Background: an optimization exercise with open tools, aiming at small area, a short achievable clock period and few clock cycles per item. Do not read the settings as production practice.
Function was checked by simulation only, so behaviour that the tests miss may differ from the original.

## design.v

```verilog
module pid_unit (
    input  wire        clk,
    input  wire        rst,           
    input  wire        in_valid,
    output wire        in_ready,
    input  wire [1:0]  mode,          
    input  wire        pid_en,        
    input  wire        dmode,         
    input  wire [1:0]  aw,            
    input  wire        hold,          
    input  wire [31:0] kp,            
    input  wire [31:0] ki,            
    input  wire [31:0] kd,            
    input  wire [31:0] kf,            
    input  wire [31:0] kb,            
    input  wire [31:0] umax,
    input  wire [31:0] umin,
    input  wire [31:0] imax,
    input  wire [31:0] imin,
    input  wire [31:0] i_in,          
    input  wire [31:0] df_in,         
    input  wire [31:0] xprev_in,      
    input  wire [31:0] u_in,          
    input  wire [31:0] ref_in,
    input  wire [31:0] meas_in,
    input  wire [31:0] ff_in,
    input  wire [31:0] t_in,          
    output reg         out_valid,
    output reg  [31:0] u_out,
    output reg  [31:0] i_out,
    output reg  [31:0] df_out,
    output reg  [31:0] xprev_out,
    output reg  [2:0]  stat_out,      
    output reg         flag_pid_out,
    output reg         flag_pid_int,
    output reg         flag_arith
);
    localparam signed [63:0] QMAX = 64'sd2147483647;
    localparam [31:0] MINCODE = 32'h8000_0000;
    localparam [2:0] S_IDLE = 3'd0, S_LIM = 3'd1, S_M1 = 3'd2, S_M2 = 3'd3,
                     S_M3 = 3'd4, S_M4 = 3'd5, S_INT = 3'd6, S_DONE = 3'd7;
    function [31:0] sat;
        input signed [63:0] v;
        begin
            if (v > QMAX)       sat = 32'h7FFF_FFFF;
            else if (v < -QMAX) sat = 32'h8000_0001;
            else                sat = v[31:0];
        end
    endfunction
    function sat_hit;
        input signed [63:0] v;
        begin
            sat_hit = (v > QMAX) || (v < -QMAX);
        end
    endfunction
    function signed [63:0] rnd;
        input signed [63:0] p;
        input integer       n;
        begin
            rnd = (p + (64'sd1 <<< (n - 1)) - (p < 0 ? 64'sd1 : 64'sd0)) >>> n;
        end
    endfunction
    function signed [63:0] sx;
        input [31:0] w;
        begin
            sx = {{32{w[31]}}, w};
        end
    endfunction
    function [31:0] mean_trunc;
        input [31:0] a;
        input [31:0] b;
        reg signed [63:0] s;
        begin
            s = sx(a) + sx(b);
            s = (s + (s < 0 ? 64'sd1 : 64'sd0)) >>> 1;
            mean_trunc = s[31:0];
        end
    endfunction
    reg [2:0] state;
    assign in_ready = (state == S_IDLE);
    reg        r_pre, r_dmode, r_hold;
    reg [1:0]  r_aw;
    reg [31:0] r_kp, r_ki, r_kd, r_kf, r_kb;
    reg [31:0] r_umax, r_umin, r_imax, r_imin;
    reg [31:0] r_i, r_df, r_xprev, r_u, r_ref, r_meas, r_ff, r_t;
    reg [31:0] r_e, r_x, r_dx;
    reg [31:0] r_kdx, r_p, r_ie, r_d2, r_dfn;
    reg [31:0] r_uo, r_uv, r_isum;
    reg        r_uv_hit;
    reg        r_fout, r_fint, r_far;
    function [31:0] operand;
        input [31:0] w;
        begin
            operand = (w == MINCODE) ? 32'h8000_0001 : w;
        end
    endfunction
    wire signed [63:0] e_w    = sx(r_ref) - sx(r_meas);
    wire [31:0]        e_s    = sat(e_w);
    wire [31:0]        x_s    = r_dmode ? sat(-sx(r_meas)) : e_s;
    wire signed [63:0] dx_w   = sx(x_s) - sx(r_xprev);
    reg  [31:0] mul_a, mul_b;
    always @(*) begin
        case (state)
            S_M1:    begin mul_a = r_kd; mul_b = r_dx; end
            S_M2:    begin mul_a = r_kp; mul_b = r_e;  end
            S_M3:    begin mul_a = r_kf; mul_b = r_d2; end
            S_M4:    begin mul_a = r_ki; mul_b = r_e;  end
            default: begin mul_a = r_kb; mul_b = r_uv; end
        endcase
    end
    wire               q24    = (state == S_M1) || (state == S_M2);   
    wire signed [63:0] prod   = $signed(mul_a) * $signed(mul_b);
    wire signed [63:0] prod_r = q24 ? rnd(prod, 24) : rnd(prod, 30);
    wire [31:0]        prod_s = sat(prod_r);
    wire               prod_h = sat_hit(prod_r);
    wire signed [63:0] d2_w   = sx(r_kdx) - sx(r_df);
    wire signed [63:0] dfn_w  = sx(r_df) + sx(prod_s);
    wire signed [63:0] v_w    = sx(r_p) + sx(r_i) + sx(r_dfn) + sx(r_ff);
    wire [31:0]        v_s    = sat(v_w);
    wire signed [63:0] pre_w  = sx(r_t) - sx(r_p) - sx(r_dfn) - sx(r_ff);
    wire [31:0]        ctl_s  = r_pre ? r_t : v_s;      
    wire               ctl_hi = $signed(ctl_s) > $signed(r_umax);
    wire               ctl_lo = $signed(ctl_s) < $signed(r_umin);
    wire [31:0]        uo_s   = ctl_hi ? r_umax : ctl_lo ? r_umin : ctl_s;
    wire signed [63:0] uv_w   = sx(uo_s) - sx(v_s);
    wire               aw_bc    = (r_aw == 2'b01);
    wire               aw_cond  = (r_aw == 2'b00);
    wire               kie_pos  = (r_ki != 32'd0) && (r_e != 32'd0) && (r_ki[31] == r_e[31]);
    wire               kie_neg  = (r_ki != 32'd0) && (r_e != 32'd0) && (r_ki[31] != r_e[31]);
    wire               cond_hit = ((r_uo == r_umax) && kie_pos) ||
                                  ((r_uo == r_umin) && kie_neg);
    wire               keep_i   = !r_pre && (r_hold || (aw_cond && cond_hit));
    wire signed [63:0] isum_w   = aw_bc ? sx(r_i) + sx(r_ie) + sx(prod_s)
                                        : sx(r_i) + sx(r_ie);
    wire [31:0]        isum_s   = r_pre ? r_isum : sat(isum_w);
    wire               isum_hit = !r_pre && !keep_i && sat_hit(isum_w);
    wire               kbd_flag = !r_pre && !r_hold && aw_bc && (r_uv_hit || prod_h);
    wire               i_hi     = $signed(isum_s) > $signed(r_imax);
    wire               i_lo     = $signed(isum_s) < $signed(r_imin);
    wire [31:0]        inew_s   = keep_i ? r_i : i_hi ? r_imax : i_lo ? r_imin : isum_s;
    wire               i_clamp  = !keep_i && (i_hi || i_lo);
    always @(posedge clk) begin
        if (rst) begin
            state     <= S_IDLE;
            out_valid <= 1'b0;
        end else begin
            out_valid <= 1'b0;
            case (state)
            S_IDLE: if (in_valid) begin
                r_pre   <= (mode != 2'b00);
                r_dmode <= dmode;
                r_hold  <= hold;
                r_aw    <= aw;
                r_kp    <= kp;    r_ki <= ki;  r_kd <= kd;  r_kf <= kf;  r_kb <= kb;
                r_umax  <= umax;  r_umin <= umin;
                r_imax  <= imax;  r_imin <= imin;
                r_i     <= i_in;  r_df <= df_in;  r_xprev <= xprev_in;  r_u <= u_in;
                r_ref   <= operand(ref_in);
                r_meas  <= operand(meas_in);
                r_ff    <= operand(ff_in);
                r_t     <= operand(t_in);
                r_fout  <= 1'b0;
                r_fint  <= 1'b0;
                r_far   <= (ref_in == MINCODE) || (meas_in == MINCODE) || (ff_in == MINCODE) ||
                           ((mode != 2'b00) && (t_in == MINCODE));
                state   <= pid_en ? S_LIM : S_DONE;
            end
            S_LIM: begin
                if ($signed(r_umin) > $signed(r_umax)) begin
                    r_umax <= mean_trunc(r_umin, r_umax);
                    r_umin <= mean_trunc(r_umin, r_umax);
                    r_fout <= 1'b1;
                end
                if ($signed(r_imin) > $signed(r_imax)) begin
                    r_imax <= mean_trunc(r_imin, r_imax);
                    r_imin <= mean_trunc(r_imin, r_imax);
                    r_fint <= 1'b1;
                end
                r_e   <= e_s;
                r_x   <= x_s;
                r_dx  <= sat(dx_w);
                r_far <= r_far | sat_hit(e_w) | sat_hit(dx_w);
                state <= S_M1;
            end
            S_M1: begin
                r_kdx <= prod_s;                       
                r_far <= r_far | prod_h;
                state <= S_M2;
            end
            S_M2: begin
                r_p   <= prod_s;                       
                r_d2  <= sat(d2_w);
                r_far <= r_far | prod_h | sat_hit(d2_w);
                state <= S_M3;
            end
            S_M3: begin
                r_dfn <= sat(dfn_w);                   
                r_far <= r_far | prod_h | sat_hit(dfn_w);
                state <= S_M4;
            end
            S_M4: begin
                r_ie     <= prod_s;                    
                r_uo     <= uo_s;
                r_uv     <= sat(uv_w);
                r_uv_hit <= sat_hit(uv_w);
                r_isum   <= sat(pre_w);
                r_fout   <= r_fout | ctl_hi | ctl_lo;
                r_far    <= r_far | (r_pre ? sat_hit(pre_w) : (sat_hit(v_w) | prod_h));
                state    <= S_INT;
            end
            S_INT: begin                               
                u_out        <= r_uo;
                i_out        <= inew_s;
                df_out       <= r_dfn;
                xprev_out    <= r_x;
                stat_out     <= {r_uo == r_umax, r_uo == r_umin, i_clamp};
                flag_pid_out <= r_fout;
                flag_pid_int <= r_fint | i_clamp;
                flag_arith   <= r_far | isum_hit | kbd_flag;
                out_valid    <= 1'b1;
                state        <= S_IDLE;
            end
            S_DONE: begin
                u_out        <= r_u;
                i_out        <= r_i;
                df_out       <= r_df;
                xprev_out    <= r_xprev;
                stat_out     <= 3'b000;
                flag_pid_out <= 1'b0;
                flag_pid_int <= 1'b0;
                flag_arith   <= 1'b0;
                out_valid    <= 1'b1;
                state        <= S_IDLE;
            end
            default: state <= S_IDLE;
            endcase
        end
    end
endmodule
```

## config.mk

```make
export PLATFORM = sky130hd
export DESIGN_NAME = pid_unit
export DESIGN_NICKNAME = pid_unit
export VERILOG_FILES = /design/flow/design.v
export SDC_FILE = /design/flow/constraint.sdc
export NUM_CORES = 4
export LEC_CHECK = 0
export CAP_MARGIN = 20
export CORE_MARGIN = 2
export CORE_UTILIZATION = 30
export PLACE_DENSITY = 0.45
export SETUP_SLACK_MARGIN = 1.5
export SLEW_MARGIN = 20
```

## constraint.sdc

```tcl
create_clock -name core_clock -period 24.0 [get_ports {clk}]
set_input_delay 4.8000 -clock core_clock [delete_from_list [all_inputs] [get_ports {clk}]]
set_output_delay 4.8000 -clock core_clock [all_outputs]
set_load 0.01 [all_outputs]
```

## run.sh

```bash
#!/bin/bash
# synth_recipe.tcl (not shown) runs the flow's synth.tcl, then flattens the netlist and writes it again
# the make line also repeats each setting of config.mk as NAME=value (left out here)
make -C /OpenROAD-flow-scripts/flow DESIGN_CONFIG=/design/flow/config.mk WORK_HOME=/design/flow/orfs CLKGATE_MAP_FILE= SYNTH_SCRIPT=/design/flow/synth_recipe.tcl finish
```

==> results.toml <==
[floorplanning]
die_h_um = 625
rows = 227
die_w_um = 625
die_area_um2 = 390000
coreArea_um2 = 383000
io_pins = 690
initial_core_util = 0.302

[yosys]
synthArstFlopShare = 0
synth-edff-count = 1039
syn_nets = 15040
yosysTopAreaCellShare = 0.270
synth-seq-area-share = 0.271
yosys-top-cells-area = "edfxtp_1 27%, fa_1 21%, ha_1 8.7%, inv_1 5.7%, nand2_1 4.5%"
ys_types = 110
ys_seq_elements = 1043
yosys-top-cells-count = "1754 x inv_1, 1374 x nand2_1, 1221 x fa_1"
yosysTopAreaCell = "edfxtp_1"
avgSynthCellArea_um2 = 9.27
synth_ff_type = "edfxtp_1"
yosysMostFrequentCell = "inv_1"
synth_cells = 12464
syn_area_um2 = 116000
yosysWarnings = 1

[final_layout]
fin_nets = 15531
seq_area_um2 = 31300
area_delta_synth_final_pct = 16.2
utilization = 0.351
fill_cells = 39649
drive_gt1_frac = 0.0584
multi_input_area_um2 = 76200

[setup_path]
crit_path_max_fanout = 33
cpMaxStageDelayCell = "a2111oi_0"
r2r_cells = 71
path_class = "register to register"
cp-end-kind = "register"
start_kind = "register"
worstPathArrival_ps = 22220
cpMostUsedCell = "fa_1"
slowest_delay_ps = 750
cp.required_ps = 24720

[timing]
final_hold_viol_count = 0
skew_ps = 86.6
fmax_ghz = 0.0465
tightestPinTransition_ps = 1180
rsz0062_at_grt = "false"
setup_viol = 0
fin_crit_sh = 0.896
timing.final.crit_period_ps = 21490
slew_violations = 0
relSlewSlack = 0.200
final.setup.tns_ps = 0

[min_path]
hp-class = "register to register"
whs_path_depth = 2

[place]
port_buffers = 689
place_hpwl_um = 405000
gp_congestion = 0.935

[detailed_routing]
first_pass_iters = 8
wl_um = 488000
wl_per_cell_um = 27.0
dr_total_vias = 94682
ant_nets = 0
drc_errors = 0
viasPerCell = 5.23
drt_iter0_markers = 7633

[clocking]
cts_buffers = 141
clk_pin_slew_ps = 60
h-tree-depth = 4
cts_hold_buf = 0
cts_sinks = 1043
insertion_delay_ps = 890
clockBufferDepth = 4
cts_tree = "built"
cts-root-buf = "clkbuf_16"

[grt]
grt_pass1_vias = 96935
antenna_found_initial = 29
grt_max_degree = 125
grt_first_pass_wirelength_um = 696000
grtUsageTotal = 0.245
overflow = 0

[run]
drv_cap = 0

[run_status]
status = "timing/DRC/antenna clean"
-- final timing paths --
path / from / endpoint / slack (ps)
max: state[0] / i_out[0] / 2510
min: r_u[15] / u_out[15] / 500
max reg2reg: state[0] / i_out[0] / 2510
min reg2reg: r_u[15] / u_out[15] / 500
-- per-stage QoR --
| step | worst slack [ps] | std cells | hold WS (ps) | instance area [um^2] |
|---|---|---|---|---|
| 2_1_floorplan | 4480 | 12464 | 484 | 116000 |
| 3_3_place_gp | 1370 | 17811 | 486 | 129000 |
| 3_5_place_dp | 1220 | 17811 | 495 | 129000 |
| 5_1_grt | 1550 | 18101 | 510 | 134000 |
| 4_1_cts | 1530 | 18058 | 504 | 133000 |
| 6_report | 2510 | 18108 | 497 | 134000 |
-- cells in the final DEF, fill, tap and decap left out, types with 130 or more instances in the layout --
cell type,count
ha_1,800
o21ai_0,570
inv_1,1751
buf_4,247
nand2b_1,139
a21o_1,254
a21oi_1,658
edfxtp_1,1039
fa_1,1220
nand3_1,130
mux2i_1,187
nand2_1,1374
nor3_1,184
nand4_1,157
clkbuf_16,143
xor2_1,160
xnor2_1,351
clkdlybuf4s50_1,688
o21a_1,160
nor2_1,958
-- cell type report --
cell class / instances / area share
Tap cell: 5038 / 0.0470
Clock buffer: 160 / 0.0270
Clock inverter: 87 / 0.00742
Inverter: 1757 / 0.0493
Timing Repair Buffer: 957 / 0.0683
Sequential cell: 1043 / 0.233
Multi-Input combinational cell: 9055 / 0.568
Antenna cell: 11 / 0.000205
-- kinds of logic after synthesis --
family	Yosys count	synth area share
compound gates	2632	0.148
xor+xnor	515	0.0396
fa+ha+maj	2039	0.300
buf+inv	2369	0.0773
flops	1043	0.271
mux	204	0.0178
simple gates	3662	0.147
-- worst max-delay path: cells and delay by family, from the launching register on --
family                     cells  cell delay, ps
AOI/OAI and AO/OA             25            7240
muxes                          2             800
and+or+nand+nor               20            4840
DFF                            1             590
adders and majority gates     12            5830
buffers and inverters          9            1370
xor gates and xnor gates       3             600
-- routing by layer --
layer | global-route usage | wire length, um | vias up
li1 | - | - | 43420
met1 | 0.312 | 205000 | 47844
met2 | 0.426 | 237000 | 2745
met3 | 0.0239 | 22400 | 669
met4 | 0.0959 | 23900 | 4
met5 | 0 | 23 | -
-- timing repair --
action / in CTS / in global routing
gates cloned: 0 / 4
buffers inserted: 0 / 35
gates resized for setup: 4 / 92
pin swaps: 0 / 15
setup endpoints to repair: 34 / 34
Testbench counts, summed over its fixed seeds: cycles 13,739, items 2,048.

[separate check: timing with driven ports]
The results above use ideal ports. As a check the final layout listed here was re-extracted and re-timed, cells and wires unchanged.
Step 1, drivers: a clkbuf_16 drives clk and a buf_2 each remaining input, both assumed.
Step 2 moves the port delays by t, midway between the first and last clock arrival at a register: inputs arrive t later, outputs are due t later. That takes back most of the time a late clock gives input paths.
a / b / c = ideal ports / drivers / drivers and shift; a / b = the first two.
shift t [ns]: 0.963
setup slack, ns: 2.506 / 2.506 / 2.506
hold slack, ns: 0.497 / 0.497 / 0.497
latest minus earliest clock arrival (ns): 0.095 / 0.095
After both steps setup and hold are still met in this run. For this run, drivers alone change the setup slack by 0.000 ns; drivers and shift together by 0.000 ns.
